Background: an optimization exercise with open tools, aiming at small area, a short achievable clock period and few clock cycles. Do not read the settings as production practice.
Where RTL was checked, it was by simulation tests only, not by an equivalence proof against the original.
The RTL of runs 1, 7 and 8 was laid out without a check of its function.

===== flow/run.sh =====
#!/bin/bash
# The standard layout, with two changes to how it is made:
#  - port buffers are sky130_fd_sc_hd__buf_1 instead of the default delay cell
#  - repair_timing aims for a large setup margin, so that the critical paths
#    are sized for a much shorter cycle than the 25 ns clock
# make's output goes to run_standard.log here; ORFS's own logs stay in orfs/logs.
set -euo pipefail
bash standard.sh \
  'BUFFER_PORTS_ARGS=-buffer_cell sky130_fd_sc_hd__buf_1' \
  SETUP_SLACK_MARGIN=19.0 \
  finish > run_standard.log 2>&1

===== standard.sh =====
#!/bin/bash
# synth_recipe.tcl (not shown) runs the flow's synth.tcl, then flattens the netlist and writes it again
# the make line also repeats each setting of config.mk as NAME=value (left out here)
make -C /OpenROAD-flow-scripts/flow DESIGN_CONFIG=/design/flow/config.mk WORK_HOME=/design/flow/orfs CLKGATE_MAP_FILE= SYNTH_SCRIPT=/design/flow/synth_recipe.tcl "${@:-finish}"

===== config.mk =====
export PLATFORM = sky130hd
export DESIGN_NAME = crc_engine
export DESIGN_NICKNAME = crc_engine
export VERILOG_FILES = /design/flow/design.v
export SDC_FILE = /design/flow/constraint.sdc
export NUM_CORES = 4
export LEC_CHECK = 0
export CAP_MARGIN = 20
export CORE_MARGIN = 2
export CORE_UTILIZATION = 65
export CTS_CLUSTER_DIAMETER = 100
export CTS_CLUSTER_SIZE = 20
export SETUP_SLACK_MARGIN = 1.0
export SLEW_MARGIN = 20

===== constraint.sdc =====
create_clock -name core_clock -period 25.0 [get_ports {clk}]
set_input_delay 5.0000 -clock core_clock [delete_from_list [all_inputs] [get_ports {clk}]]
set_output_delay 5.0000 -clock core_clock [all_outputs]
set_load 0.01 [all_outputs]

===== design.v =====
module crc_engine (
    input  wire        clk,
    input  wire        rst_n,
    input  wire        start,
    input  wire [6:0]  cfg_width,        
    input  wire [63:0] cfg_poly,         
    input  wire [63:0] cfg_init,
    input  wire [63:0] cfg_xorout,
    input  wire        cfg_refin,
    input  wire        cfg_refout,
    input  wire [3:0]  cfg_prefix_len,   
    input  wire [63:0] cfg_prefix,
    input  wire [3:0]  cfg_suffix_len,   
    input  wire [63:0] cfg_suffix,
    input  wire        in_valid,
    input  wire [7:0]  in_data,
    input  wire        in_last,
    output reg         in_ready,
    output reg         busy,
    output reg         done,
    output reg  [63:0] result
);
    localparam [2:0] S_IDLE = 3'd0,
                     S_AL1  = 3'd1,
                     S_AL2  = 3'd2,
                     S_RUN  = 3'd3,
                     S_OUT  = 3'd4;
    reg [2:0]  state;
    reg        ld;           
    reg [3:0]  pre_left;     
    reg [3:0]  suf_left;     
    reg        got_last;     
    reg        data_done;    
    reg [7:0]  hb;           
    reg        hb_v;
    reg        hb_l;
    reg [7:0]  fr;           
    reg        use_hb;       
    reg [63:0] crc;          
    reg [63:0] poly;         
    reg [5:0]  rot;          
    reg        refin;
    reg        refout;
    reg [63:0] xorout;
    reg [63:0] prefix;
    reg [63:0] suffix;
    function [63:0] rev64(input [63:0] v);
        integer n;
        begin
            for (n = 0; n < 64; n = n + 1)
                rev64[n] = v[63 - n];
        end
    endfunction
    function [7:0] rev8(input [7:0] v);
        integer n;
        begin
            for (n = 0; n < 8; n = n + 1)
                rev8[n] = v[7 - n];
        end
    endfunction
    wire run     = (state == S_RUN);
    wire pre_ph  = (pre_left != 4'd0);
    wire suf_ph  = !pre_ph && data_done;
    wire step    = run && (!use_hb || hb_v);
    wire is_last = use_hb ? (hb_l && suf_left == 4'd0) : (suf_ph && suf_left == 4'd1);
    wire take    = in_valid && in_ready;
    reg  [63:0] rot_in;
    reg  [5:0]  rot_amt;
    always @* begin
        rot_amt = rot;
        if (state == S_AL1)
            rot_in = poly;
        else
            rot_in = rev64(crc);
    end
    reg  [63:0] rot_out;
    integer r;
    always @* begin
        rot_out = rot_in;
        for (r = 0; r < 6; r = r + 1)
            if (rot_amt[r])
                rot_out = (rot_out >> (1 << r)) | (rot_out << (64 - (1 << r)));
    end
    wire [7:0] feed = use_hb ? hb : fr;
    reg  [63:0] crc_next;
    reg         fb;
    integer i;
    always @* begin
        crc_next = crc;
        for (i = 7; i >= 0; i = i - 1) begin
            fb       = crc_next[63] ^ feed[i];
            crc_next = crc_next << 1;
            if (fb)
                crc_next = crc_next ^ poly;
        end
    end
    reg [2:0] state_n;
    reg [3:0] pre_n, suf_n;
    reg       hb_v_n, got_last_n, data_done_n;
    always @* begin
        state_n     = state;
        pre_n       = pre_left;
        suf_n       = suf_left;
        hb_v_n      = hb_v;
        got_last_n  = got_last;
        data_done_n = data_done;
        if (state == S_AL1)
            state_n = S_AL2;
        if (state == S_AL2)
            state_n = S_RUN;
        if (step) begin
            if (is_last)
                state_n = S_OUT;
            if (pre_ph)
                pre_n = pre_left - 4'd1;
            else if (use_hb) begin
                hb_v_n = 1'b0;
                if (hb_l)
                    data_done_n = 1'b1;
            end else
                suf_n = suf_left - 4'd1;
        end
        if (take) begin
            hb_v_n     = 1'b1;
            got_last_n = in_last;
        end
        if (ld) begin
            state_n     = start ? S_AL1 : S_IDLE;
            hb_v_n      = 1'b0;
            got_last_n  = 1'b0;
            data_done_n = 1'b0;
        end
        if (!rst_n)
            state_n = S_IDLE;
    end
    wire busy_n   = (state_n == S_AL1) || (state_n == S_AL2) || (state_n == S_RUN);
    wire [3:0] pre_nn = ld ? cfg_prefix_len : pre_n;
    wire pre_ph_n = (pre_nn != 4'd0);
    always @(posedge clk) begin
        result    <= (refout ? rev64(crc) : rev64(rot_out)) ^ xorout;
        done      <= rst_n && (state == S_OUT);
        state     <= state_n;
        busy      <= busy_n;
        ld        <= !busy_n;
        in_ready  <= busy_n && !got_last_n && !(hb_v_n && (pre_ph_n || state_n != S_RUN));
        pre_left  <= pre_nn;
        suf_left  <= ld ? cfg_suffix_len : suf_n;
        hb_v      <= hb_v_n;
        got_last  <= got_last_n;
        data_done <= data_done_n;
        use_hb    <= !pre_ph_n && !data_done_n;
        if (pre_n != 4'd0)
            fr <= refin ? rev8(prefix[(pre_n - 4'd1) * 8 +: 8]) : prefix[(pre_n - 4'd1) * 8 +: 8];
        else
            fr <= refin ? rev8(suffix[(suf_n - 4'd1) * 8 +: 8]) : suffix[(suf_n - 4'd1) * 8 +: 8];
        if (ld) begin
            rot    <= cfg_width[5:0];
            refin  <= cfg_refin;
            refout <= cfg_refout;
            poly   <= cfg_poly;
            crc    <= rev64(cfg_init);
            xorout <= cfg_xorout;
            prefix <= cfg_prefix;
            suffix <= cfg_suffix;
        end else begin
            if (state == S_AL1)
                poly <= rot_out;
            if (state == S_AL2)
                crc <= rot_out;
            if (step)
                crc <= crc_next;
            if (take) begin
                hb   <= refin ? rev8(in_data) : in_data;
                hb_l <= in_last;
            end
        end
    end
endmodule

==> results of run 1 <==
## worst max path at each step
stage / to / slack, ns / depth (start not counted)
3_3_place_gp: crc[31] / 17.31 / 18
6_report: result[49] / 18.87 / 1
2_1_floorplan: in_ready / 18.99 / 8
3_5_place_dp: crc[31] / 17.09 / 18
4_1_cts: result[49] / 18.85 / 1
5_1_grt: result[49] / 18.87 / 1
## flip-flops by register name, summed over array words and instances, names as in the netlist, 3 cells and up
| name | cells |
|---|---|
| result | 64 |
| hb | 8 |
| rot | 6 |
| prefix | 64 |
| xorout | 64 |
| poly | 64 |
| suffix | 64 |
| crc | 64 |
| pre_left | 4 |
| suf_left | 4 |
| fr | 8 |
| state | 3 |
## routing by layer
layer / track usage / vias to the layer above
met3: 0.09166 / 399
met4: 0.2043 / 8
met2: 0.6431 / 2099
li1: - / 12450
met1: 0.5742 / 13020
met5: 0 / -
## logic make-up (layout without fill, tap and decap cells)
group | count (synthesis) | after routing
multiplexers | 513 | 513
other | 0 | 4
AND/OR/NAND/NOR | 1111 | 1118
adder cells (fa/ha/maj) | 8 | 8
buffers and inverters | 354 | 588
XOR/XNOR | 457 | 459
flip-flops | 428 | 428
AO/OA/AOI/OAI | 558 | 558
## cells in the final DEF, fill, tap and decap left out, types with 66 or more instances in the layout
| master | n |
|---|---|
| nand2_1 | 577 |
| mux2i_1 | 454 |
| xnor2_1 | 367 |
| buf_1 | 348 |
| edfxtp_1 | 337 |
| nor2_1 | 321 |
| a21oi_1 | 223 |
| o21ai_0 | 80 |
| a211oi_1 | 75 |
| xor2_1 | 73 |
| nor3_1 | 71 |
| inv_1 | 66 |
## area by class of cell
cell class	count	area (um^2)	area share
flip-flops and latches	428	12000	0.3458
well taps	615	769.5	0.02218
clock buffers	43	739.5	0.02132
inverters	70	270.3	0.007791
repair buffers	469	2405	0.06932
multi-input cells	2656	18420	0.5309
diodes	4	10.01	0.0002885
clock inverters	6	80.08	0.002308
## timing repair
action	CTS	global route
setup endpoints to repair	131	130
buffers inserted	8	11
resized for setup	159	39
gates cloned	4	5
hold endpoints to repair	0	0
pin swaps	4	4
## per-stage QoR
step / cells / utilization / instance area (um^2) / setup slack [ns]
after floorplan: 3429 / - / 31330 / 18.99
after global placement: 4209 / 0.6916 / 32950 / 17.31
after detailed placement: 4209 / 0.6916 / 32950 / 17.09
after CTS: 4270 / 0.7211 / 34360 / 18.85
after global routing: 4290 / 0.7280 / 34690 / 18.87
final: 4291 / 0.7281 / 34690 / 18.87
==> results.yml, run 1 <==
yosys:
  async_reset_ff_frac: 0
  yosys.area_share.simple: 0.1546
  synth_area_um2: 31320
  yosys-top-cells-count: "577 x nand2_1, 459 x mux2i_1, 372 x xnor2_1"
  synth_cell_types: 68
  syn_inst: 3429
  synthAdderAreaFrac: 0.003196
  synth-edff-count: 337
  synthesis.nets: 3787
  synth_xor_area_frac: 0.1303
  ys_seq_area_frac: 0.3813
  yosysMostFrequentCell: "nand2_1"
  synth_largest_area_cell: "edfxtp_1"
  muxShareOfSynthArea: 0.1784
  synth_compound_area_frac: 0.1081
  synth_top_family_by_area: "multiplexers"
  yosys_warnings: 1
  synth_ff_type: "edfxtp_1"
  ys_seq_elements: 428
  syn_area_per_cell_um2: 9.134
  synth_top_area_frac: 0.3231
  yosys-top-cells-area: "edfxtp_1 32%, mux2i_1 15%, xnor2_1 10%"
sta:
  setup_viol: 0
  final-hold-violation-count: 0
  rsz0062_at_grt: "true"
  fmax_mhz: 163.1
  worstMarginPinSlew_ns: 1.148
  setup_tns_ns: 0
  slew_violations: 0
  layout_min_cycle_time_ns: 6.130
  post-route-period-util: 0.2452
  slew_headroom: 0.2125
  hold_slack_ns: 0.4096
  skew_ns: 0.05965
final_layout:
  fillCellCount: 3501
  layout-drive-gt1-share: 0.09205
  final_nets: 4010
  syn_to_final_growth_pct: 10.76
worst_setup_path:
  r2r_start: "poly[63]"
  critPathMaxFanout: 1
  crit_arrival_ns: 1.13
  cpPeakStageDelay_ns: 0.37
  cp_num_buf_inv: 1
  ff2ff_setup_slack_ns: 19.14
  critPathKind: "flop to primary output"
  r2r_end: "crc[7]"
  crit_slowest_cell: "dfxtp_4"
  path_delay_family: "flip-flops"
  reg2reg_depth: 19
  cp-start-kind: "flop"
  worstPathRequired_ns: 20.00
  cp-startpoint: "result[49]"
  endpoint_kind: "primary output"
  cp_cell_sequence: "buf_6"
min_path:
  hold_depth: 1
  min_to: "result[49]"
  min_path_type: "flop to flop"
  min-delay-start: "xorout[49]"
routing:
  maxUsedRoutingLayer: "met5"
  wl_met2_um: 48220
  m1WireLength_um: 40700
  post_drt_wl_per_cell_um: 25.69
  drt-pass1-iter-count: 9
  drt_iter0_markers: 4457
  post-route-drc-count: 0
  avgViaCountPerCell: 6.518
  drtAntennaViolNets: 0
  via_count: 27970
  wirelength_um: 110200
  wl_met3_um: 14320
floorplanning:
  rows: 80
  die_area_um2: 49960
  die_w_um: 223.5
  coreArea_um2: 47650
  ios: 417
  fp.dieH_um: 223.5
  start_util: 0.6574
grt:
  grt_pass1_wl_um: 159700
  overflow: 0
  grt_max_degree: 169
  antenna_found_initial: 6
  track_usage: 0.4220
  grt_pass1_vias: 26180
clock_tree:
  ctsLongestPathBuffers: 3
  clock_sinks: 428
  cts_tree: "yes"
  cts_made_buffers: 27
  htreeDepth: 1
  ctsRootBufferMaster: "clkbuf_16"
  clk_latency_ns: 0.66
  clk_pin_slew_worst_paths_ns: 0.08
  ctsHoldBuffers: 0
placement:
  routabilityCongestion: 1.010
  port-buffer-count: 415
  hpwlAfterDp_um: 74510
run_status:
  status: "no timing/DRC/antenna violations"
flow_run:
  drv_cap: 0
==> run 2, diff against run 1 <==
--- a/design.v
+++ b/design.v
@@ -65,11 +65,12 @@
     wire is_last = use_hb ? (hb_l && suf_left == 4'd0) : (suf_ph && suf_left == 4'd1);
     wire take    = in_valid && in_ready;
     reg  [63:0] rot_in;
-    reg  [5:0]  rot_amt;
+    wire [5:0]  rot_amt = rot;
     always @* begin
-        rot_amt = rot;
         if (state == S_AL1)
             rot_in = poly;
+        else if (state == S_AL2)
+            rot_in = crc;
         else
             rot_in = rev64(crc);
     end
@@ -158,7 +159,7 @@
             refin  <= cfg_refin;
             refout <= cfg_refout;
             poly   <= cfg_poly;
-            crc    <= rev64(cfg_init);
+            crc    <= cfg_init;
             xorout <= cfg_xorout;
             prefix <= cfg_prefix;
             suffix <= cfg_suffix;
==> results.yml, run 2 <==
grt:
  track_usage: 0.3654
  grt_pass1_vias: 23050
  overflow: 0
  antenna_found_initial: 2
  grt_pass1_wl_um: 133500
  grt_max_degree: 201
yosys:
  ys_seq_elements: 428
  yosys-top-cells-count: "703 x nand2_1, 444 x xnor2_1, 337 x edfxtp_1"
  ys_seq_area_frac: 0.4044
  synth_top_area_frac: 0.3427
  yosysMostFrequentCell: "nand2_1"
  synth_largest_area_cell: "edfxtp_1"
  synth-edff-count: 337
  synth_ff_type: "edfxtp_1"
  yosys.area_share.simple: 0.1153
  synth_cell_types: 72
  yosys-top-cells-area: "edfxtp_1 34%, xnor2_1 13%, nand2_1 8.9%"
  muxShareOfSynthArea: 0.1391
  synthesis.nets: 3425
  syn_inst: 3067
  synth_top_family_by_area: "XOR/XNOR gates"
  yosys_warnings: 1
  synth_area_um2: 29530
  async_reset_ff_frac: 0
  synth_compound_area_frac: 0.1140
  synth_xor_area_frac: 0.1765
  syn_area_per_cell_um2: 9.629
  synthAdderAreaFrac: 0.003389
worst_setup_path:
  worstPathRequired_ns: 20.00
  r2r_end: "crc[33]"
  critPathMaxFanout: 1
  cp_cell_sequence: "buf_6"
  r2r_start: "use_hb"
  critPathKind: "flop to primary output"
  cp-start-kind: "flop"
  cpPeakStageDelay_ns: 0.37
  reg2reg_depth: 18
  ff2ff_setup_slack_ns: 19.35
  endpoint_kind: "primary output"
  crit_arrival_ns: 1.07
  crit_slowest_cell: "dfxtp_2"
  cp_num_buf_inv: 1
  path_delay_family: "flip-flops"
sta:
  worstMarginPinSlew_ns: 1.161
  hold_slack_ns: 0.4314
  setup_viol: 0
  slew_headroom: 0.2180
  layout_min_cycle_time_ns: 6.065
  slew_violations: 0
  skew_ns: 0.01420
  final-hold-violation-count: 0
  post-route-period-util: 0.2426
  setup_tns_ns: 0
  rsz0062_at_grt: "true"
  fmax_mhz: 164.9
floorplanning:
  rows: 78
  fp.dieH_um: 217.2
  coreArea_um2: 45090
  die_w_um: 217.2
  die_area_um2: 47150
  start_util: 0.6550
  ios: 417
final_layout:
  final_nets: 3627
  final_common_cell: "nand2_1"
  mostFrequentLayoutCells: "703 x nand2_1, 439 x xnor2_1, 348 x buf_1, 337 x edfxtp_1, 228 x mux2i_1"
  fin_area_um2: 32220
  layout-drive-gt1-share: 0.08881
  stdcell_count: 3890
  syn_to_final_growth_pct: 9.101
  post-route-util: 0.7146
clock_tree:
  ctsRootBufferMaster: "clkbuf_16"
  cts_setup_buffers: 0
  clk_pin_slew_worst_paths_ns: 0.09
  ctsLongestPathBuffers: 3
  clk_latency_ns: 0.59
  cts_tree: "yes"
  ctsHoldBuffers: 0
  cts_made_buffers: 25
  htreeDepth: 1
  clock_sinks: 428
routing:
  drtAntennaViolNets: 0
  drt_iter0_markers: 3584
  avgViaCountPerCell: 6.221
  via_count: 24200
  wirelength_um: 87820
  post-route-drc-count: 0
  drt-pass1-iter-count: 10
  post_drt_wl_per_cell_um: 22.58
min_path:
  min_path_type: "flop to flop"
  min-delay-start: "xorout[62]"
  min_to: "result[62]"
  hold_depth: 1
run_status:
  status: "no timing/DRC/antenna violations"
placement:
  routabilityCongestion: 0.9626
  hpwlAfterDp_um: 63370
  place_area_um2: 31120
  port-buffer-count: 415
  dpl.cell_count: 3842
flow_run:
  drv_cap: 0
-- run 2: cell types whose count changed in the layout (fill, tap and decap cells not counted), sizes merged, moves of 63 or more --
cell / change
mux2i: -232
nor2: -219
a21oi: -157
nand2: +126
xnor2: +74
a211oi: -70
nor3: -67
o22a: +66
a222oi: +63
o22ai: +63
-- run 2: metal layers --
| metal | global-route usage | up-vias | wire length [um] | part of all wire |
|---|---|---|---|---|
| met5 | 0 | - | 0 | 0 |
| met4 | 0.09658 | 0 | 2460 | 0.028 |
| met3 | 0.05954 | 111 | 8851 | 0.10 |
| met2 | 0.5864 | 1356 | 40980 | 0.47 |
| met1 | 0.5184 | 11680 | 35530 | 0.40 |
| li1 | - | 11050 | - | - |
-- run 2: cell type report --
type / count / area [um^2]
clock inverter: 2 / 31.28
timing repair buffer: 447 / 2116
antenna: 2 / 5.005
inverter: 80 / 300.3
fill: 3335 / 12870
sequential: 428 / 11990
tap: 600 / 750.7
clock buffer: 44 / 706.9
multi-input combinational: 2287 / 16320
-- run 2: stage by stage --
stage | worst slack (ns)
3_3_place_gp | 18.59
5_1_grt | 18.91
6_report | 18.93
2_1_floorplan | 19.10
3_5_place_dp | 18.43
4_1_cts | 18.92
-- run 2: how the worst max path moves through the flow --
stage	start	to	depth (start not counted)
floorplan	cfg_prefix_len[0]	in_ready	8
global placement	use_hb	crc[37]	18
detailed placement	use_hb	crc[1]	18
CTS	result[17]	result[17]	1
global route	result[16]	result[16]	1
finish	result[16]	result[16]	1
-- run 2: logic make-up after synthesis --
logic type | after synthesis
simple gates | 869
xor+xnor | 581
compound gates | 505
flops | 428
buf+inv | 352
mux | 324
fa+ha+maj | 8
-- run 2: worst register-to-register path, delay by kind of cell, from the launching register on --
| family | cells | cell delay (ns) |
|---|---|---|
| buf+inv | 4 | 1.46 |
| flops | 1 | 0.60 |
| simple gates | 4 | 0.62 |
| compound gates | 4 | 1.32 |
| mux | 1 | 0.50 |
| xor+xnor | 5 | 0.92 |
-- run 2: timing repair --
action / CTS / global route
gates cloned: 0 / 0
hold endpoints to repair: 0 / 0
gates resized for setup: 105 / 38
setup endpoints to repair: 131 / 131
Testbench counts of run 2, summed over its fixed seeds: cycles 16,503.
==> run 3, diff against run 2 <==
--- a/config.mk
+++ b/config.mk
@@ -7,7 +7,7 @@
 export LEC_CHECK = 0
 export CAP_MARGIN = 20
 export CORE_MARGIN = 2
-export CORE_UTILIZATION = 65
+export CORE_UTILIZATION = 75
 export CTS_CLUSTER_DIAMETER = 100
 export CTS_CLUSTER_SIZE = 20
 export SETUP_SLACK_MARGIN = 1.0
==> results.yml, run 3 <==
yosys:
  synth_top_area_frac: 0.3427
  ys_seq_area_frac: 0.4044
  synth_largest_area_cell: "edfxtp_1"
  synth_ff_type: "edfxtp_1"
  yosys-top-cells-count: "703 x nand2_1, 444 x xnor2_1, 337 x edfxtp_1"
  syn_area_per_cell_um2: 9.629
  synth_cell_types: 72
  yosys-top-cells-area: "edfxtp_1 34%, xnor2_1 13%, nand2_1 8.9%"
  async_reset_ff_frac: 0
  ys_seq_elements: 428
  yosysMostFrequentCell: "nand2_1"
  synthesis.nets: 3425
  syn_inst: 3067
  synth_area_um2: 29530
  synth-edff-count: 337
  yosys_warnings: 1
worst_setup_path:
  ff2ff_setup_slack_ns: 18.99
  cp-startpoint: "result[27]"
  crit_slowest_cell: "dfxtp_2"
  r2r_end: "crc[45]"
  crit_arrival_ns: 1.08
  cp-start-kind: "flop"
  worstPathRequired_ns: 20.00
  cpPeakStageDelay_ns: 0.37
  r2r_start: "use_hb"
  cp_cell_sequence: "buf_6"
  reg2reg_depth: 17
  path_delay_family: "flip-flops"
  cp_num_buf_inv: 1
  critPathMaxFanout: 1
  endpoint_kind: "primary output"
  critPathKind: "flop to primary output"
final_layout:
  final_nets: 3629
  syn_to_final_growth_pct: 9.206
  fin_area_um2: 32250
  mostFrequentLayoutCells: "703 x nand2_1, 439 x xnor2_1, 348 x buf_1, 337 x edfxtp_1, 227 x mux2i_1"
  layout-drive-gt1-share: 0.09392
  final_common_cell: "nand2_1"
  post-route-util: 0.8326
  fillCellCount: 1949
  stdcell_count: 3816
clock_tree:
  ctsLongestPathBuffers: 3
  clk_pin_slew_worst_paths_ns: 0.10
  clk_latency_ns: 0.62
  ctsRootBufferMaster: "clkbuf_16"
  cts_made_buffers: 25
  htreeDepth: 1
  clock_sinks: 428
  cts_tree: "yes"
floorplanning:
  fp.dieH_um: 202.4
  die_area_um2: 40980
  rows: 72
  coreArea_um2: 38740
  start_util: 0.7624
  die_w_um: 202.4
  ios: 417
placement:
  routabilityCongestion: 0.9939
  hpwlAfterDp_um: 66580
  dpl.cell_count: 3760
  port-buffer-count: 415
  place_area_um2: 31010
grt:
  antenna_found_initial: 8
  track_usage: 0.4834
  grt_pass1_wl_um: 151800
  overflow: 0
  grt_pass1_vias: 25650
  grt_max_degree: 111
sta:
  skew_ns: 0.02416
  post-route-period-util: 0.2433
  setup_viol: 0
  fmax_mhz: 164.4
  final-hold-violation-count: 0
  rsz0062_at_grt: "true"
  setup_tns_ns: 0
  slew_violations: 0
  hold_slack_ns: 0.4219
  slew_headroom: 0.2098
  worstMarginPinSlew_ns: 1.185
  layout_min_cycle_time_ns: 6.083
routing:
  post-route-drc-count: 0
  wirelength_um: 105600
  drtAntennaViolNets: 0
  drt-pass1-iter-count: 12
  post_drt_wl_per_cell_um: 27.68
  avgViaCountPerCell: 7.116
  via_count: 27150
  drt_iter0_markers: 5724
min_path:
  min_to: "result[10]"
  hold_depth: 1
  min_path_type: "flop to flop"
  min-delay-start: "xorout[10]"
run_status:
  status: "no timing/DRC/antenna violations"
flow_run:
  drv_cap: 0
[run 3: logic make-up (layout without fill, tap and decap cells)]
kind of cell	after synthesis	count (layout)	share of synthesized area
other cells	0	8	0
mux	324	324	0.1390
xor+xnor	581	581	0.1765
compound gates	505	505	0.1140
simple gates	869	869	0.1153
fa+ha+maj	8	8	0.003390
buf+inv	352	575	0.04737
flops	428	428	0.4044
[run 3: metal layers]
| layer | wire length (um) | track usage | vias to the layer above |
|---|---|---|---|
| met2 | 45650 | 0.7396 | 2914 |
| met1 | 34030 | 0.6123 | 12440 |
| met3 | 16920 | 0.1342 | 724 |
| met5 | 0 | 0 | - |
| li1 | - | - | 11080 |
| met4 | 9028 | 0.2987 | 0 |
[run 3: worst max-delay path by stage]
stage                       endpoint  slack [ns]  cells after the start
after floorplan             in_ready       19.10                      8
after global placement       crc[47]       18.73                     17
after detailed placement     crc[14]       18.54                     17
after CTS                 result[62]       18.93                      1
after global routing         crc[45]       18.85                     17
final                     result[27]       18.92                      1
[run 3: area by class of cell]
class                           count  area, um^2  area share
Antenna cell                        8       20.02   0.0006207
Inverter                           80       300.3    0.009311
Sequential cell                   428       12000      0.3722
Clock buffer                       44       696.9     0.02161
Clock inverter                      2       36.28    0.001125
Timing Repair Buffer              449        2212     0.06859
Multi-Input combinational cell   2287       16330      0.5065
Tap cell                          518       648.1     0.02010
[run 3: timing repair]
item / CTS / global route
resized for setup: 119 / 55
buffers inserted: 1 / 1
endpoints found under the setup margin: 131 / 131
hold buffers: 0 / 0
[run 3: metrics by stage]
stage	setup WS, ns
after floorplan	19.10
after global placement	18.73
after detailed placement	18.54
after CTS	18.93
after global routing	18.85
final	18.92
==> run 4, diff against run 3 <==
--- a/flow/run.sh
+++ b/flow/run.sh
@@ -7,5 +7,5 @@
 set -euo pipefail
 bash standard.sh \
   'BUFFER_PORTS_ARGS=-buffer_cell sky130_fd_sc_hd__buf_1' \
-  SETUP_SLACK_MARGIN=19.0 \
+  SETUP_SLACK_MARGIN=19.3 \
   finish > run_standard.log 2>&1
--- a/config.mk
+++ b/config.mk
@@ -7,8 +7,8 @@
 export LEC_CHECK = 0
 export CAP_MARGIN = 20
 export CORE_MARGIN = 2
-export CORE_UTILIZATION = 75
-export CTS_CLUSTER_DIAMETER = 100
-export CTS_CLUSTER_SIZE = 20
+export CORE_UTILIZATION = 65
+export CTS_CLUSTER_DIAMETER = 150
+export CTS_CLUSTER_SIZE = 24
 export SETUP_SLACK_MARGIN = 1.0
 export SLEW_MARGIN = 20
==> results.yml, run 4 <==
sta:
  slew_headroom: 0.2689
  layout_min_cycle_time_ns: 6.069
  skew_ns: 0.03859
  setup_viol: 0
  final-hold-violation-count: 0
  slew_violations: 0
  fmax_mhz: 164.8
  setup_ws_ns: 18.93
  setup_tns_ns: 0
  post-route-period-util: 0.2427
  worstMarginPinSlew_ns: 1.085
  rsz0062_at_grt: "true"
floorplanning:
  die_area_um2: 47150
  start_util: 0.6550
  fp.dieH_um: 217.2
  ios: 417
  coreArea_um2: 45090
  rows: 78
  die_w_um: 217.2
yosys:
  synth_top_area_frac: 0.3427
  synthesis.nets: 3425
  syn_area_per_cell_um2: 9.629
  synth_largest_area_cell: "edfxtp_1"
  synth_ff_type: "edfxtp_1"
  yosysMostFrequentCell: "nand2_1"
  async_reset_ff_frac: 0
  syn_inst: 3067
  synth_area_um2: 29530
  synth-edff-count: 337
  synth_cell_types: 72
  yosys-top-cells-area: "edfxtp_1 34%, xnor2_1 13%, nand2_1 8.9%"
  yosys-top-cells-count: "703 x nand2_1, 444 x xnor2_1, 337 x edfxtp_1"
  ys_seq_elements: 428
  ys_seq_area_frac: 0.4044
  yosys_warnings: 1
placement:
  pre_cts_ws_ns: 18.48
  port-buffer-count: 415
  dpl.cell_count: 3842
  hpwlAfterDp_um: 63240
  place_area_um2: 31160
  routabilityCongestion: 0.9839
clock_tree:
  clock_sinks: 428
  cts_made_buffers: 21
  ctsLongestPathBuffers: 3
  cts_tree: "yes"
  htreeDepth: 1
  ctsHoldBuffers: 0
  ctsResizeCount: 105
  ctsRootBufferMaster: "clkbuf_16"
  clk_latency_ns: 0.60
  cts_setup_buffers: 0
  clk_pin_slew_worst_paths_ns: 0.11
final_layout:
  mostFrequentLayoutCells: "703 x nand2_1, 439 x xnor2_1, 348 x buf_1, 337 x edfxtp_1, 228 x mux2i_1"
  syn_to_final_growth_pct: 8.719
  post-route-util: 0.7121
  stdcell_count: 3884
  fin_area_um2: 32110
  final_nets: 3623
  final_common_cell: "nand2_1"
  layout-drive-gt1-share: 0.08750
worst_setup_path:
  r2r_start: "use_hb"
  reg2reg_depth: 17
  cpPeakStageDelay_ns: 0.34
  crit_slowest_cell: "dfxtp_1"
  r2r_end: "crc[47]"
  cp_num_buf_inv: 1
  critPathKind: "flop to primary output"
  cp-start-kind: "flop"
  worstPathRequired_ns: 20.00
  path_delay_family: "flip-flops"
  cp_cell_sequence: "buf_2"
  ff2ff_setup_slack_ns: 19.59
  endpoint_kind: "primary output"
  crit_arrival_ns: 1.07
  critPathMaxFanout: 1
routing:
  drt_iter0_markers: 3341
  post_drt_wl_per_cell_um: 22.35
  avgViaCountPerCell: 6.205
  wirelength_um: 86810
  post-route-drc-count: 0
  drt-pass1-iter-count: 9
  via_count: 24100
  drtAntennaViolNets: 0
grt:
  grt_pass1_vias: 22630
  antenna_found_initial: 6
  overflow: 0
  grt_pass1_wl_um: 131900
  track_usage: 0.3610
  grt_max_degree: 196
min_path:
  min_to: "result[14]"
  min-delay-start: "xorout[14]"
  hold_depth: 1
  min_path_type: "flop to flop"
flow_run:
  drv_cap: 0
run_status:
  status: "no timing/DRC/antenna violations"
-- run 4: cell count changes in the layout (fill, tap and decap cells not counted), moves of 4 or more --
cell | previous run | this run
buf_2 | 23 | 42
buf_6 | 44 | 27
clkbuf_1 | 19 | 15
dfxtp_1 | 44 | 63
dfxtp_2 | 46 | 27
diode_2 | 8 | 4
-- run 4: how the worst max path moves through the flow --
stage / from / end / slack (ns) / cells after the start
after global routing: result[16] / result[16] / 18.91 / 1
final: result[16] / result[16] / 18.93 / 1
after detailed placement: use_hb / crc[37] / 18.48 / 17
after global placement: use_hb / crc[37] / 18.67 / 17
after CTS: result[2] / result[2] / 18.94 / 1
after floorplan: cfg_prefix_len[1] / in_ready / 19.16 / 8
-- run 4: stage by stage --
stage	hold WS, ns
2_1_floorplan	0.4275
3_3_place_gp	0.4301
3_5_place_dp	0.4361
4_1_cts	0.4230
5_1_grt	0.4388
6_report	0.4187
-- run 4: cell families after synthesis --
group                      synth area share
and+or+nand+nor                      0.1153
xor gates and xnor gates             0.1765
AOI/OAI and AO/OA                    0.1140
DFF                                  0.4044
buffers and inverters               0.04737
muxes                                0.1390
adders and majority gates          0.003390
-- run 4: cell type report --
type | count | area [um^2]
Clock inverter | 1 | 8.758
Clock buffer | 37 | 606.8
Sequential cell | 428 | 11980
Tap cell | 600 | 750.7
Antenna cell | 4 | 10.01
Multi-Input combinational cell | 2287 | 16360
Timing Repair Buffer | 447 | 2091
Inverter | 80 | 300.3
Fill cell | 3453 | 12980
-- run 4: per-layer routing --
metal | share of wire | track usage | vias up
li1 | - | - | 11030
met1 | 0.41 | 0.5157 | 11520
met2 | 0.46 | 0.5644 | 1405
met3 | 0.11 | 0.06625 | 140
met4 | 0.027 | 0.1068 | 2
met5 | 0.00012 | 0 | -
==> run 5, diff against run 4 <==
--- a/flow/run.sh
+++ b/flow/run.sh
@@ -7,5 +7,5 @@
 set -euo pipefail
 bash standard.sh \
   'BUFFER_PORTS_ARGS=-buffer_cell sky130_fd_sc_hd__buf_1' \
-  SETUP_SLACK_MARGIN=19.3 \
+  SETUP_SLACK_MARGIN=18.8 \
   finish > run_standard.log 2>&1
==> results.yml, run 5 <==
worst_setup_path:
  cp_cell_sequence: "buf_1"
  crit_slowest_cell: "dfxtp_1"
  crit_arrival_ns: 1.10
  cpPeakStageDelay_ns: 0.36
  path_depth: 1
  cp_num_buf_inv: 1
  critPathMaxFanout: 1
  cp-start-kind: "flop"
  ff2ff_setup_slack_ns: 19.19
  path_delay_family: "flip-flops"
  endpoint_kind: "primary output"
  worstPathRequired_ns: 20.00
  critPathKind: "flop to primary output"
  reg2reg_depth: 18
clock_tree:
  ctsRootBufferMaster: "clkbuf_16"
  clk_pin_slew_worst_paths_ns: 0.10
  clk_latency_ns: 0.58
  cts_made_buffers: 21
  cts_tree: "yes"
  ctsLongestPathBuffers: 3
  htreeDepth: 1
  clock_sinks: 428
sta:
  skew_ns: 0.02518
  worstMarginPinSlew_ns: 1.153
  slew_headroom: 0.2231
  rsz0062_at_grt: "true"
  setup_viol: 0
  fmax_mhz: 163.9
  final-hold-violation-count: 0
  slew_violations: 0
  setup_tns_ns: 0
  layout_min_cycle_time_ns: 6.102
  post-route-period-util: 0.2441
grt:
  antenna_found_initial: 2
  grt_pass1_wl_um: 132700
  overflow: 0
  grt_pass1_vias: 22930
  track_usage: 0.3633
  grt_max_degree: 201
yosys:
  yosys-top-cells-area: "edfxtp_1 34%, xnor2_1 13%, nand2_1 8.9%"
  yosys-top-cells-count: "703 x nand2_1, 444 x xnor2_1, 337 x edfxtp_1"
  synth_top_area_frac: 0.3427
  ys_seq_elements: 428
  syn_inst: 3067
  synth_area_um2: 29530
  synth-edff-count: 337
  ys_seq_area_frac: 0.4044
  syn_area_per_cell_um2: 9.629
  synth_cell_types: 72
  synth_largest_area_cell: "edfxtp_1"
  async_reset_ff_frac: 0
  yosysMostFrequentCell: "nand2_1"
  yosys_warnings: 1
  synthesis.nets: 3425
  synth_ff_type: "edfxtp_1"
floorplanning:
  ios: 417
  die_area_um2: 47150
  fp.dieH_um: 217.2
  coreArea_um2: 45090
  die_w_um: 217.2
  start_util: 0.6550
  rows: 78
routing:
  via_count: 24130
  drt-pass1-iter-count: 9
  drt_iter0_markers: 3521
  wirelength_um: 86530
  drtAntennaViolNets: 0
  post_drt_wl_per_cell_um: 22.29
  avgViaCountPerCell: 6.216
  post-route-drc-count: 0
final_layout:
  final_common_cell: "nand2_1"
  mostFrequentLayoutCells: "703 x nand2_1, 440 x xnor2_1, 414 x buf_1, 337 x edfxtp_1, 228 x mux2i_1"
  syn_to_final_growth_pct: 7.571
  fin_area_um2: 31770
  fillCellCount: 3427
  layout-drive-gt1-share: 0.05823
  final_nets: 3623
  stdcell_count: 3882
  post-route-util: 0.7046
min_path:
  min_path_type: "flop to flop"
  hold_depth: 1
placement:
  port-buffer-count: 415
  dpl.cell_count: 3842
  routabilityCongestion: 0.9626
  hpwlAfterDp_um: 63370
  place_area_um2: 31120
run_status:
  status: "no timing/DRC/antenna violations"
flow_run:
  drv_cap: 0
==> run 5: cell types whose count changed in the layout (fill, tap and decap cells not counted), sizes merged <==
| cell | delta |
|---|---|
| diode | -2 |
==> run 5: final timing paths <==
kind,start,to
setup reg to reg,use_hb,crc[36]
hold / removal,xorout[13],result[13]
setup / recovery,result[17],result[17]
hold reg to reg,xorout[13],result[13]
==> run 5: cell type report <==
type	instances	area [um^2]	area share
multi-input cells	2287	16320	0.5136
flip-flops and latches	428	11950	0.3761
repair buffers	447	1832	0.05766
well taps	600	750.7	0.02363
clock buffers	37	606.8	0.01910
inverters	80	300.3	0.009453
clock inverters	1	8.758	0.0002757
diodes	2	5.005	0.0001575
==> run 5: kinds of logic (layout without fill, tap and decap cells) <==
group | Yosys count | count (layout) | synth area share
adders and majority gates | 8 | 8 | 0.003390
DFF | 428 | 428 | 0.4044
muxes | 324 | 324 | 0.1390
buffers and inverters | 352 | 565 | 0.04737
other | 0 | 2 | 0
AOI/OAI and AO/OA | 505 | 505 | 0.1140
and+or+nand+nor | 869 | 869 | 0.1153
xor gates and xnor gates | 581 | 581 | 0.1765
==> run 5: repair_timing <==
item,in CTS,in global routing
setup buffers,0,0
resized for setup,3,6
hold buffers,0,0
setup endpoints to repair,65,64
pin swaps,0,0
==> run 5: through the flow <==
stage / setup slack [ns] / hold WS (ns)
floorplan: 19.10 / 0.4275
finish: 18.90 / 0.4342
CTS: 18.86 / 0.4368
global route: 18.80 / 0.4448
detailed placement: 18.43 / 0.4343
global placement: 18.59 / 0.4297
==> run 5: per-layer routing <==
layer | global-route usage | wire, um | vias to the layer above | share of wire
met5 | 0 | 0 | - | 0
met4 | 0.09338 | 2349 | 0 | 0.027
met3 | 0.05381 | 8808 | 108 | 0.10
met2 | 0.5798 | 39960 | 1402 | 0.46
met1 | 0.5226 | 35400 | 11590 | 0.41
li1 | - | - | 11040 | -
==> run 6, diff against run 5 <==
--- a/flow/run.sh
+++ b/flow/run.sh
@@ -7,5 +7,5 @@
 set -euo pipefail
 bash standard.sh \
   'BUFFER_PORTS_ARGS=-buffer_cell sky130_fd_sc_hd__buf_1' \
-  SETUP_SLACK_MARGIN=18.8 \
+  SETUP_SLACK_MARGIN=19.0 \
   finish > run_standard.log 2>&1
==> results.yml, run 6 <==
worst_setup_path:
  cp-startpoint: "result[34]"
  cp_cell_sequence: "buf_6"
  endpoint_kind: "primary output"
  worstPathRequired_ns: 20.00
  critPathMaxFanout: 1
  ff2ff_setup_slack_ns: 19.30
  crit_slowest_cell: "dfxtp_2"
  cp_num_buf_inv: 1
  r2r_end: "crc[37]"
  cpPeakStageDelay_ns: 0.34
  critPathKind: "flop to primary output"
  path_delay_family: "flip-flops"
  cp-start-kind: "flop"
  crit_arrival_ns: 1.04
  reg2reg_depth: 17
  r2r_start: "use_hb"
yosys:
  synth_area_um2: 29530
  synth_ff_type: "edfxtp_1"
  synthesis.nets: 3425
  yosys_warnings: 1
  yosysMostFrequentCell: "nand2_1"
  yosys-top-cells-count: "703 x nand2_1, 444 x xnor2_1, 337 x edfxtp_1"
  synth_largest_area_cell: "edfxtp_1"
  syn_area_per_cell_um2: 9.629
  async_reset_ff_frac: 0
  yosys-top-cells-area: "edfxtp_1 34%, xnor2_1 13%, nand2_1 8.9%"
  syn_inst: 3067
  synth_cell_types: 72
  ys_seq_area_frac: 0.4044
  synth-edff-count: 337
  ys_seq_elements: 428
  synth_top_area_frac: 0.3427
final_layout:
  stdcell_count: 3882
  syn_to_final_growth_pct: 8.660
  mostFrequentLayoutCells: "703 x nand2_1, 440 x xnor2_1, 348 x buf_1, 337 x edfxtp_1, 228 x mux2i_1"
  fillCellCount: 3358
  final_nets: 3623
  post-route-util: 0.7117
  final_common_cell: "nand2_1"
  layout-drive-gt1-share: 0.08750
floorplanning:
  coreArea_um2: 45090
  fp.dieH_um: 217.2
  die_w_um: 217.2
  ios: 417
  die_area_um2: 47150
  rows: 78
  start_util: 0.6550
sta:
  final-hold-violation-count: 0
  worstMarginPinSlew_ns: 1.200
  setup_tns_ns: 0
  slew_headroom: 0.1914
  hold_slack_ns: 0.4287
  post-route-period-util: 0.2415
  fmax_mhz: 165.6
  layout_min_cycle_time_ns: 6.038
  setup_viol: 0
  skew_ns: 0.02549
  slew_violations: 0
  rsz0062_at_grt: "true"
grt:
  grt_pass1_vias: 22900
  grt_pass1_wl_um: 133100
  track_usage: 0.3640
  antenna_found_initial: 2
  grt_max_degree: 201
  overflow: 0
min_path:
  hold_depth: 1
  min_path_type: "flop to flop"
  min_to: "result[28]"
  min-delay-start: "xorout[28]"
placement:
  port-buffer-count: 415
  dpl.cell_count: 3842
  routabilityCongestion: 0.9626
  hpwlAfterDp_um: 63370
clock_tree:
  clk_latency_ns: 0.58
  cts_tree: "yes"
  ctsLongestPathBuffers: 3
  clock_sinks: 428
  cts_setup_buffers: 0
  clk_pin_slew_worst_paths_ns: 0.11
  ctsRootBufferMaster: "clkbuf_16"
  htreeDepth: 1
  cts_made_buffers: 21
  ctsHoldBuffers: 0
routing:
  drt-pass1-iter-count: 9
  avgViaCountPerCell: 6.251
  drtAntennaViolNets: 0
  post-route-drc-count: 0
  via_count: 24270
  wirelength_um: 87380
  drt_iter0_markers: 3646
  post_drt_wl_per_cell_um: 22.51
flow_run:
  drv_cap: 0
run_status:
  status: "no timing/DRC/antenna violations"
[run 6: final cells by class]
type / count / area, um^2 / share of cell area
Multi-Input combinational cell: 2287 / 16320 / 0.5085
Sequential cell: 428 / 11990 / 0.3735
Timing Repair Buffer: 447 / 2116 / 0.06593
Tap cell: 600 / 750.7 / 0.02339
Clock buffer: 37 / 606.8 / 0.01891
Inverter: 80 / 300.3 / 0.009358
Clock inverter: 1 / 8.758 / 0.0002729
Antenna cell: 2 / 5.005 / 0.0001560
[run 6: logic make-up (layout without fill, tap and decap cells)]
family / count (synthesis) / count (layout) / synth area share
DFF: 428 / 428 / 0.4044
xor gates and xnor gates: 581 / 581 / 0.1765
buffers and inverters: 352 / 565 / 0.04737
AOI/OAI and AO/OA: 505 / 505 / 0.1140
adders and majority gates: 8 / 8 / 0.003390
other: 0 / 2 / 0
and+or+nand+nor: 869 / 869 / 0.1153
muxes: 324 / 324 / 0.1390
[run 6: through the flow]
step	setup WS (ns)	area, um^2
after global placement	18.59	31120
after detailed placement	18.43	31120
after floorplan	19.10	29530
after global routing	18.93	32090
after CTS	18.95	31950
final	18.96	32090
[run 6: how the worst max path moves through the flow]
stage,end,slack [ns],cells past startpoint
5_1_grt,result[17],18.93,1
3_5_place_dp,crc[1],18.43,18
3_3_place_gp,crc[37],18.59,18
4_1_cts,result[17],18.95,1
2_1_floorplan,in_ready,19.10,8
6_report,result[34],18.96,1
[run 6: timing repair]
action                     in CTS  in global routing
setup endpoints to repair     131                131
cloned                          0                  0
gates resized for setup       105                 38
[run 6: layer usage]
layer,wire length (um),up-vias,global-route usage
li1,-,11040,-
met1,35910,11690,0.5240
met2,40580,1421,0.5823
met3,8523,121,0.05367
met4,2363,0,0.09041
met5,0,-,0
==> run 7, diff against run 6 <==
--- a/design.v
+++ b/design.v
@@ -134,22 +134,27 @@
         if (!rst_n)
             state_n = S_IDLE;
     end
-    wire busy_n   = (state_n == S_AL1) || (state_n == S_AL2) || (state_n == S_RUN);
     wire [3:0] pre_nn = ld ? cfg_prefix_len : pre_n;
     wire pre_ph_n = (pre_nn != 4'd0);
+    wire use_hb_n = !pre_ph_n && !data_done_n;
+    wire hb_l_n   = take ? in_last : hb_l;
+    wire last_n   = use_hb_n ? (hb_v_n && hb_l_n && suf_n == 4'd0)
+                             : (!pre_ph_n && suf_n == 4'd1);
+    wire busy_n   = (state_n == S_AL1) || (state_n == S_AL2) ||
+                    (state_n == S_RUN && !(refout && last_n));
     always @(posedge clk) begin
-        result    <= (refout ? rev64(crc) : rev64(rot_out)) ^ xorout;
-        done      <= rst_n && (state == S_OUT);
+        result    <= (refout ? rev64(crc_next) : rev64(rot_out)) ^ xorout;
+        done      <= rst_n && ((state == S_OUT) || (refout && step && is_last));
         state     <= state_n;
         busy      <= busy_n;
         ld        <= !busy_n;
-        in_ready  <= busy_n && !got_last_n && !(hb_v_n && (pre_ph_n || state_n != S_RUN));
+        in_ready  <= (state_n != S_IDLE && state_n != S_OUT) && !got_last_n && !(hb_v_n && (pre_ph_n || state_n != S_RUN));
         pre_left  <= pre_nn;
         suf_left  <= ld ? cfg_suffix_len : suf_n;
         hb_v      <= hb_v_n;
         got_last  <= got_last_n;
         data_done <= data_done_n;
-        use_hb    <= !pre_ph_n && !data_done_n;
+        use_hb    <= use_hb_n;
         if (pre_n != 4'd0)
             fr <= refin ? rev8(prefix[(pre_n - 4'd1) * 8 +: 8]) : prefix[(pre_n - 4'd1) * 8 +: 8];
         else
==> results.yml, run 7 <==
routing:
  wirelength_um: 101900
  drt_iter0_markers: 3911
  post_drt_wl_per_cell_um: 24.94
  drt-pass1-iter-count: 9
  post-route-drc-count: 0
  via_count: 27650
  avgViaCountPerCell: 6.766
  drtAntennaViolNets: 0
worst_setup_path:
  path_delay_family: "flip-flops"
  crit_arrival_ns: 1.09
  r2r_end: "result[24]"
  cp-startpoint: "result[11]"
  cpPeakStageDelay_ns: 0.38
  cp_num_buf_inv: 1
  cp_cell_sequence: "buf_6"
  endpoint_kind: "primary output"
  ff2ff_setup_slack_ns: 19.21
  critPathMaxFanout: 1
  reg2reg_depth: 15
  cp-start-kind: "flop"
  crit_slowest_cell: "dfxtp_2"
  path_depth: 1
  critPathKind: "flop to primary output"
  r2r_start: "use_hb"
  worstPathRequired_ns: 20.00
clock_tree:
  clk_latency_ns: 0.61
  clock_sinks: 428
  cts_tree: "yes"
  ctsRootBufferMaster: "clkbuf_16"
  clk_pin_slew_worst_paths_ns: 0.12
  htreeDepth: 1
  cts_made_buffers: 21
  ctsHoldBuffers: 0
  ctsLongestPathBuffers: 3
final_layout:
  syn_to_final_growth_pct: 8.402
  final_nets: 3768
  final_common_cell: "xnor2_1"
  mostFrequentLayoutCells: "369 x xnor2_1, 368 x nand2_1, 348 x buf_1, 337 x edfxtp_1, 217 x o21ai_0"
  stdcell_count: 4087
  layout-drive-gt1-share: 0.1131
  antenna_cells: 0
yosys:
  syn_area_per_cell_um2: 9.907
  yosys-top-cells-count: "373 x xnor2_1, 369 x nand2_1, 337 x edfxtp_1"
  synth_largest_area_cell: "edfxtp_1"
  syn_inst: 3241
  synth_compound_area_frac: 0.1582
  muxShareOfSynthArea: 0.1558
  yosys-top-cells-area: "edfxtp_1 32%, xnor2_1 10%, mux4_2 8.0%"
  synth-edff-count: 337
  yosys_warnings: 1
  synth_xor_area_frac: 0.1533
  synth_top_area_frac: 0.3152
  synth_cell_types: 78
  synth_area_um2: 32110
  synth_top_family_by_area: "compound AO/OA/AOI/OAI gates"
  synth_ff_type: "edfxtp_1"
  synthAdderAreaFrac: 0.003118
  async_reset_ff_frac: 0
  yosysMostFrequentCell: "xnor2_1"
  yosys.area_share.simple: 0.1122
  ys_seq_elements: 428
  synthesis.nets: 3599
  ys_seq_area_frac: 0.3719
grt:
  met1_usage: 0.5244
  busiest_layer: "met2"
  overflow: 0
  track_usage: 0.3897
  antenna_found_initial: 0
  use_met2: 0.6089
  grt_max_degree: 186
  grt_pass1_vias: 25820
  met3_usage: 0.08216
  grt_pass1_wl_um: 152700
sta:
  setup_tns_ns: 0
  rsz0062_at_grt: "true"
  setup_viol: 0
  skew_ns: 0.04599
  post-route-period-util: 0.2438
  fmax_mhz: 164.1
  hold_slack_ns: 0.3967
  slew_headroom: 0.2402
  worstMarginPinSlew_ns: 1.128
  slew_violations: 0
  final-hold-violation-count: 0
  layout_min_cycle_time_ns: 6.094
placement:
  dpl.cell_count: 4049
  port-buffer-count: 415
  routabilityCongestion: 0.9905
  hpwlAfterDp_um: 71060
floorplanning:
  coreArea_um2: 48850
  die_w_um: 226.3
  fp.dieH_um: 226.3
  rows: 81
  ios: 417
  die_area_um2: 51190
  start_util: 0.6573
min_path:
  min_to: "result[14]"
  min-delay-start: "xorout[14]"
  min_path_type: "flop to flop"
  hold_depth: 1
run_status:
  status: "no timing/DRC/antenna violations"
flow_run:
  drv_cap: 0
## run 7: cell families after synthesis
| family | Yosys count |
|---|---|
| and+or+nand+nor | 834 |
| AOI/OAI and AO/OA | 802 |
| xor gates and xnor gates | 456 |
| DFF | 428 |
| buffers and inverters | 366 |
| muxes | 347 |
| adders and majority gates | 8 |
## run 7: final cells by class
cell class                 instances  area [um^2]
timing repair buffer             461         2247
clock inverter                     1        8.758
clock buffer                      35        599.3
tap                              664        830.8
multi-input combinational       2447        18930
fill                            3659        14040
inverter                          51        196.4
sequential                       428        11990
## run 7: worst max-delay path by stage
stage	slack [ns]	end
final	18.91	result[11]
after floorplan	18.79	in_ready
after global placement	18.37	result[60]
after CTS	18.89	result[11]
after global routing	18.91	result[11]
after detailed placement	18.26	result[60]
## run 7: what timing repair did
item	4_1_cts	5_1_grt
gates resized for setup	116	44
hold endpoints to repair	0	0
buffers inserted	0	2
endpoints found under the setup margin	195	194
## run 7: routing by layer
metal  share of wire  up-vias
li1                -    12170
met3            0.13      296
met2            0.46     1976
met4           0.054        0
met1            0.36    13210
met5               0        -
## run 7: metrics by stage
stage,util,setup WS (ns),instance area [um^2]
after global routing,0.7125,18.91,34800
after detailed placement,0.6899,18.26,33700
after floorplan,-,18.79,32120
after CTS,0.7084,18.89,34600
after global placement,0.6899,18.37,33700
final,0.7125,18.91,34800
==> run 8, diff against run 7 <==
--- a/design.v
+++ b/design.v
@@ -20,12 +20,11 @@
     output reg         done,
     output reg  [63:0] result
 );
-    localparam [2:0] S_IDLE = 3'd0,
-                     S_AL1  = 3'd1,
-                     S_AL2  = 3'd2,
-                     S_RUN  = 3'd3,
-                     S_OUT  = 3'd4;
-    reg [2:0]  state;
+    localparam [1:0] S_IDLE = 2'd0,
+                     S_AL1  = 2'd1,
+                     S_AL2  = 2'd2,
+                     S_RUN  = 2'd3;
+    reg [1:0]  state;
     reg        ld;           
     reg [3:0]  pre_left;     
     reg [3:0]  suf_left;     
@@ -36,6 +35,7 @@
     reg        hb_l;
     reg [7:0]  fr;           
     reg        use_hb;       
+    reg [7:1]  mc;           
     reg [63:0] crc;          
     reg [63:0] poly;         
     reg [5:0]  rot;          
@@ -58,21 +58,39 @@
                 rev8[n] = v[7 - n];
         end
     endfunction
+    function [7:1] mcoef(input [63:57] ptop);
+        integer d, e;
+        reg [7:0] m;
+        begin
+            m[0] = 1'b1;
+            for (d = 1; d < 8; d = d + 1) begin
+                m[d] = 1'b0;
+                for (e = 1; e <= d; e = e + 1)
+                    m[d] = m[d] ^ (ptop[64 - e] & m[d - e]);
+            end
+            mcoef = m[7:1];
+        end
+    endfunction
     wire run     = (state == S_RUN);
     wire pre_ph  = (pre_left != 4'd0);
     wire suf_ph  = !pre_ph && data_done;
     wire step    = run && (!use_hb || hb_v);
     wire is_last = use_hb ? (hb_l && suf_left == 4'd0) : (suf_ph && suf_left == 4'd1);
     wire take    = in_valid && in_ready;
+    reg  [63:0] crc_next;
     reg  [63:0] rot_in;
-    wire [5:0]  rot_amt = rot;
-    always @* begin
+    reg  [5:0]  rot_amt;
+    always @* begin
+        rot_amt = rot;
         if (state == S_AL1)
             rot_in = poly;
         else if (state == S_AL2)
             rot_in = crc;
-        else
-            rot_in = rev64(crc);
+        else if (refout) begin
+            rot_in  = crc_next;
+            rot_amt = 6'd0;
+        end else
+            rot_in = rev64(crc_next);
     end
     reg  [63:0] rot_out;
     integer r;
@@ -83,19 +101,20 @@
                 rot_out = (rot_out >> (1 << r)) | (rot_out << (64 - (1 << r)));
     end
     wire [7:0] feed = use_hb ? hb : fr;
-    reg  [63:0] crc_next;
-    reg         fb;
-    integer i;
-    always @* begin
-        crc_next = crc;
-        for (i = 7; i >= 0; i = i - 1) begin
-            fb       = crc_next[63] ^ feed[i];
-            crc_next = crc_next << 1;
-            if (fb)
-                crc_next = crc_next ^ poly;
-        end
-    end
-    reg [2:0] state_n;
+    wire [7:0] t    = crc[63:56] ^ feed;
+    reg  [7:0]  fbv;
+    integer i, j;
+    always @* begin
+        for (i = 0; i < 8; i = i + 1) begin
+            fbv[i] = t[i];
+            for (j = i + 1; j < 8; j = j + 1)
+                fbv[i] = fbv[i] ^ (mc[j - i] & t[j]);
+        end
+        crc_next = crc << 8;
+        for (i = 0; i < 8; i = i + 1)
+            crc_next = crc_next ^ ({64{fbv[i]}} & (poly << i));
+    end
+    reg [1:0] state_n;
     reg [3:0] pre_n, suf_n;
     reg       hb_v_n, got_last_n, data_done_n;
     always @* begin
@@ -111,7 +130,7 @@
             state_n = S_RUN;
         if (step) begin
             if (is_last)
-                state_n = S_OUT;
+                state_n = S_IDLE;
             if (pre_ph)
                 pre_n = pre_left - 4'd1;
             else if (use_hb) begin
@@ -140,21 +159,21 @@
     wire hb_l_n   = take ? in_last : hb_l;
     wire last_n   = use_hb_n ? (hb_v_n && hb_l_n && suf_n == 4'd0)
                              : (!pre_ph_n && suf_n == 4'd1);
-    wire busy_n   = (state_n == S_AL1) || (state_n == S_AL2) ||
-                    (state_n == S_RUN && !(refout && last_n));
+    wire busy_n   = (state_n == S_AL1) || (state_n == S_AL2) || (state_n == S_RUN && !last_n);
     always @(posedge clk) begin
-        result    <= (refout ? rev64(crc_next) : rev64(rot_out)) ^ xorout;
-        done      <= rst_n && ((state == S_OUT) || (refout && step && is_last));
+        result    <= rev64(rot_out) ^ xorout;
+        done      <= rst_n && step && is_last;
         state     <= state_n;
         busy      <= busy_n;
         ld        <= !busy_n;
-        in_ready  <= (state_n != S_IDLE && state_n != S_OUT) && !got_last_n && !(hb_v_n && (pre_ph_n || state_n != S_RUN));
+        in_ready  <= (state_n != S_IDLE) && !got_last_n && !(hb_v_n && (pre_ph_n || state_n != S_RUN));
         pre_left  <= pre_nn;
         suf_left  <= ld ? cfg_suffix_len : suf_n;
         hb_v      <= hb_v_n;
         got_last  <= got_last_n;
         data_done <= data_done_n;
         use_hb    <= use_hb_n;
+        mc        <= mcoef(poly[63:57]);
         if (pre_n != 4'd0)
             fr <= refin ? rev8(prefix[(pre_n - 4'd1) * 8 +: 8]) : prefix[(pre_n - 4'd1) * 8 +: 8];
         else
--- a/flow/run.sh
+++ b/flow/run.sh
@@ -7,5 +7,5 @@
 set -euo pipefail
 bash standard.sh \
   'BUFFER_PORTS_ARGS=-buffer_cell sky130_fd_sc_hd__buf_1' \
-  SETUP_SLACK_MARGIN=19.0 \
+  SETUP_SLACK_MARGIN=18.6 \
   finish > run_standard.log 2>&1
--- a/config.mk
+++ b/config.mk
@@ -7,8 +7,6 @@
 export LEC_CHECK = 0
 export CAP_MARGIN = 20
 export CORE_MARGIN = 2
-export CORE_UTILIZATION = 65
-export CTS_CLUSTER_DIAMETER = 150
-export CTS_CLUSTER_SIZE = 24
+export CORE_UTILIZATION = 30
 export SETUP_SLACK_MARGIN = 1.0
 export SLEW_MARGIN = 20
==> results.yml, run 8 <==
placement:
  routabilityCongestion: 1.051
  port-buffer-count: 415
  hpwlAfterDp_um: 136300
  place_area_um2: 37280
worst_setup_path:
  cpPeakStageDelay_ns: 0.84
  crit_slowest_cell: "o211ai_1"
  crit_arrival_ns: 6.81
  cp-start-kind: "flop"
  worstPathRequired_ns: 25.33
  endpoint_kind: "flop"
  cp_cell_sequence: "buf_8 -> mux2i_2 -> mux2i_1 -> xor2_1 -> xnor3_1 -> xor2_2 -> nor2_1 -> xnor2_1 -> xnor3_1 -> a221oi_4 -> a22oi_1 -> o21ai_1 -> mux2i_1 -> o22ai_1 -> nor3_2 -> o211ai_1 -> a2bb2oi_1"
  critPathMaxFanout: 14
  critPathKind: "flop to flop"
floorplanning:
  coreArea_um2: 113900
  ios: 417
  die_area_um2: 117200
  die_w_um: 342.3
  rows: 124
  start_util: 0.3015
  fp.dieH_um: 342.3
final_layout:
  multi_input_area_um2: 22130
  layout-drive-gt1-share: 0.1245
  post-route-util: 0.3562
  fillCellCount: 11690
  regArea_um2: 12070
  syn_to_final_growth_pct: 18.15
  fin_area_um2: 40560
  final_nets: 4510
  mostFrequentLayoutCells: "714 x nand2_1, 415 x buf_1, 385 x nor2_1, 337 x edfxtp_1, 291 x xnor2_1"
  final_common_cell: "nand2_1"
sta:
  rsz0062_at_grt: "true"
  post-route-period-util: 0.2594
  setup_viol: 0
  slew_headroom: 0.2312
  worstMarginPinSlew_ns: 1.153
  setup_tns_ns: 0
  slew_violations: 0
  layout_min_cycle_time_ns: 6.485
  final-hold-violation-count: 0
  skew_ns: 0.02796
  fmax_mhz: 154.2
yosys:
  yosys-top-cells-count: "719 x nand2_1, 397 x nor2_1, 337 x edfxtp_1"
  yosys_warnings: 1
  synth_top_area_frac: 0.2948
  async_reset_ff_frac: 0
  ys_seq_elements: 434
  syn_area_per_cell_um2: 8.803
  yosysMostFrequentCell: "nand2_1"
  synth-edff-count: 337
  synthesis.nets: 4263
  synth_area_um2: 34330
  synth_largest_area_cell: "edfxtp_1"
  synth_ff_type: "edfxtp_1"
  syn_inst: 3900
  ys_seq_area_frac: 0.3513
  yosys-top-cells-area: "edfxtp_1 29%, nand2_1 7.9%, xnor2_1 7.5%"
  synth_cell_types: 93
routing:
  drtAntennaViolNets: 0
  wirelength_um: 180800
  drt-pass1-iter-count: 6
  post-route-drc-count: 0
  via_count: 34430
  avgViaCountPerCell: 6.032
  drt_iter0_markers: 4859
  post_drt_wl_per_cell_um: 31.68
clock_tree:
  clock_sinks: 434
  clk_latency_ns: 0.61
  cts_made_buffers: 46
  htreeDepth: 2
  ctsRootBufferMaster: "clkbuf_16"
  ctsHoldBuffers: 0
  cts_tree: "yes"
  clk_pin_slew_worst_paths_ns: 0.07
  ctsLongestPathBuffers: 3
grt:
  grt_pass1_vias: 31310
  grt_pass1_wl_um: 247000
  antenna_found_initial: 15
  grt_max_degree: 163
  overflow: 0
  track_usage: 0.2958
min_path:
  min_path_type: "flop to flop"
run_status:
  status: "no timing/DRC/antenna violations"
flow_run:
  drv_cap: 0
-- run 8: changes by cell type after synthesis, moves of 56 or more --
| cell | previous run | this run |
|---|---|---|
| a311oi_1 | 1 | 57 |
| mux4_2 | 114 | 43 |
| a21oi_1 | 134 | 242 |
| o22a_1 | 62 | 5 |
| mux2i_1 | 180 | 80 |
| nand3_1 | 135 | 35 |
| a211oi_1 | 7 | 90 |
| nor2_1 | 209 | 397 |
| xnor2_1 | 373 | 295 |
| o211ai_1 | 2 | 69 |
| nand2_1 | 369 | 719 |
| a31oi_1 | 129 | 42 |
| xor2_1 | 15 | 90 |
-- run 8: logic make-up after synthesis --
family	count (synthesis)	synth area share
compound gates	1118	0.2202
xor+xnor	467	0.1518
fa+ha+maj	13	0.004738
buf+inv	366	0.04319
flops	434	0.3513
mux	179	0.07176
simple gates	1323	0.1570
-- run 8: final cells by class --
class / count / share of cell area
repair buffers: 530 / 0.06731
inverters: 35 / 0.003301
well taps: 1512 / 0.04664
multi-input cells: 3100 / 0.5456
flip-flops and latches: 434 / 0.2975
diodes: 11 / 0.0006786
clock inverters: 28 / 0.008236
clock buffers: 58 / 0.03072
-- run 8: layer usage --
| metal | track usage | part of all wire | wire, um |
|---|---|---|---|
| met3 | 0.06103 | 0.11 | 19330 |
| met1 | 0.4008 | 0.40 | 72160 |
| met2 | 0.4397 | 0.43 | 78050 |
| met4 | 0.1614 | 0.062 | 11260 |
| met5 | 0 | 0.00015 | 28 |
-- run 8: what timing repair did --
action | in CTS | in global routing
pin swaps | 22 | 13
gates cloned | 2 | 3
setup buffers | 24 | 4
setup endpoints to repair | 192 | 128
resized for setup | 202 | 83
-- run 8: final timing paths --
kind	start	to	slack [ns]	depth (start not counted)
min reg2reg	xorout[49]	result[49]	0.44	1
max reg2reg	use_hb	crc[3]	18.52	17
max	use_hb	crc[3]	18.52	17
min	xorout[49]	result[49]	0.44	1
-- run 8: critical path, delay by kind of cell, from the launching register on --
family          cells  cell delay, ns
compound gates      6            2.22
xor+xnor            5            2.14
mux                 3            0.98
flops               1            0.34
simple gates        2            0.28
buf+inv             1            0.22
-- run 8: metrics by stage --
step           std cells  worst slack, ns  hold WS, ns
2_1_floorplan       3900            18.76       0.4275
3_3_place_gp        5578            16.74       0.4297
3_5_place_dp        5578            16.73       0.4337
4_1_cts             5690            18.55       0.4401
5_1_grt             5703            18.51       0.4508
6_report            5708            18.52       0.4424

## afterwards: timing with drivers on the ports
Ports are ideal in the flow. The routed layouts listed here were re-timed in OpenROAD. Step 1, drivers: a clkbuf_16 drives clk and a buf_2 each remaining input, both assumed. Step 2 adds t to the input delays and takes it off the output delays; t is the mean of the earliest and latest rising clock arrival at the registers after step 1. Input paths then give back, and output paths get back, about the clock's delay inside the block. Slacks: no drivers / after step 1 / after step 2; pairs: no drivers / after step 1.
| run | shift t [ns] | setup slack, ns | hold slack, ns | slew at the worst register clock pin (ns) |
|---|---|---|---|---|
| run 1 | 0.692 | 18.870 / 18.806 / 18.791 | 0.410 / 0.410 / 0.410 | 0.11 / 0.11 |
| run 2 | 0.645 | 18.935 / 18.873 / 18.720 | 0.431 / 0.431 / 0.431 | 0.09 / 0.09 |
| run 3 | 0.662 | 18.917 / 18.857 / 18.712 | 0.422 / 0.422 / 0.422 | 0.11 / 0.11 |
| run 4 | 0.641 | 18.931 / 18.868 / 18.894 | 0.419 / 0.419 / 0.419 | 0.11 / 0.11 |
| run 5 | 0.631 | 18.898 / 18.836 / 18.742 | 0.434 / 0.434 / 0.434 | 0.11 / 0.11 |
| run 6 | 0.633 | 18.962 / 18.899 / 18.740 | 0.429 / 0.429 / 0.429 | 0.11 / 0.11 |
| run 7 | 0.646 | 18.906 / 18.845 / 18.547 | 0.397 / 0.397 / 0.397 | 0.12 / 0.12 |
| run 8 | 0.669 | 18.515 / 18.515 / 18.427 | 0.442 / 0.442 / 0.442 | 0.07 / 0.07 |
After both steps setup and hold are still met in every run listed. The setup slack of run 7, which loses most, moves by -0.061 ns with the drivers and by -0.359 ns with both steps.
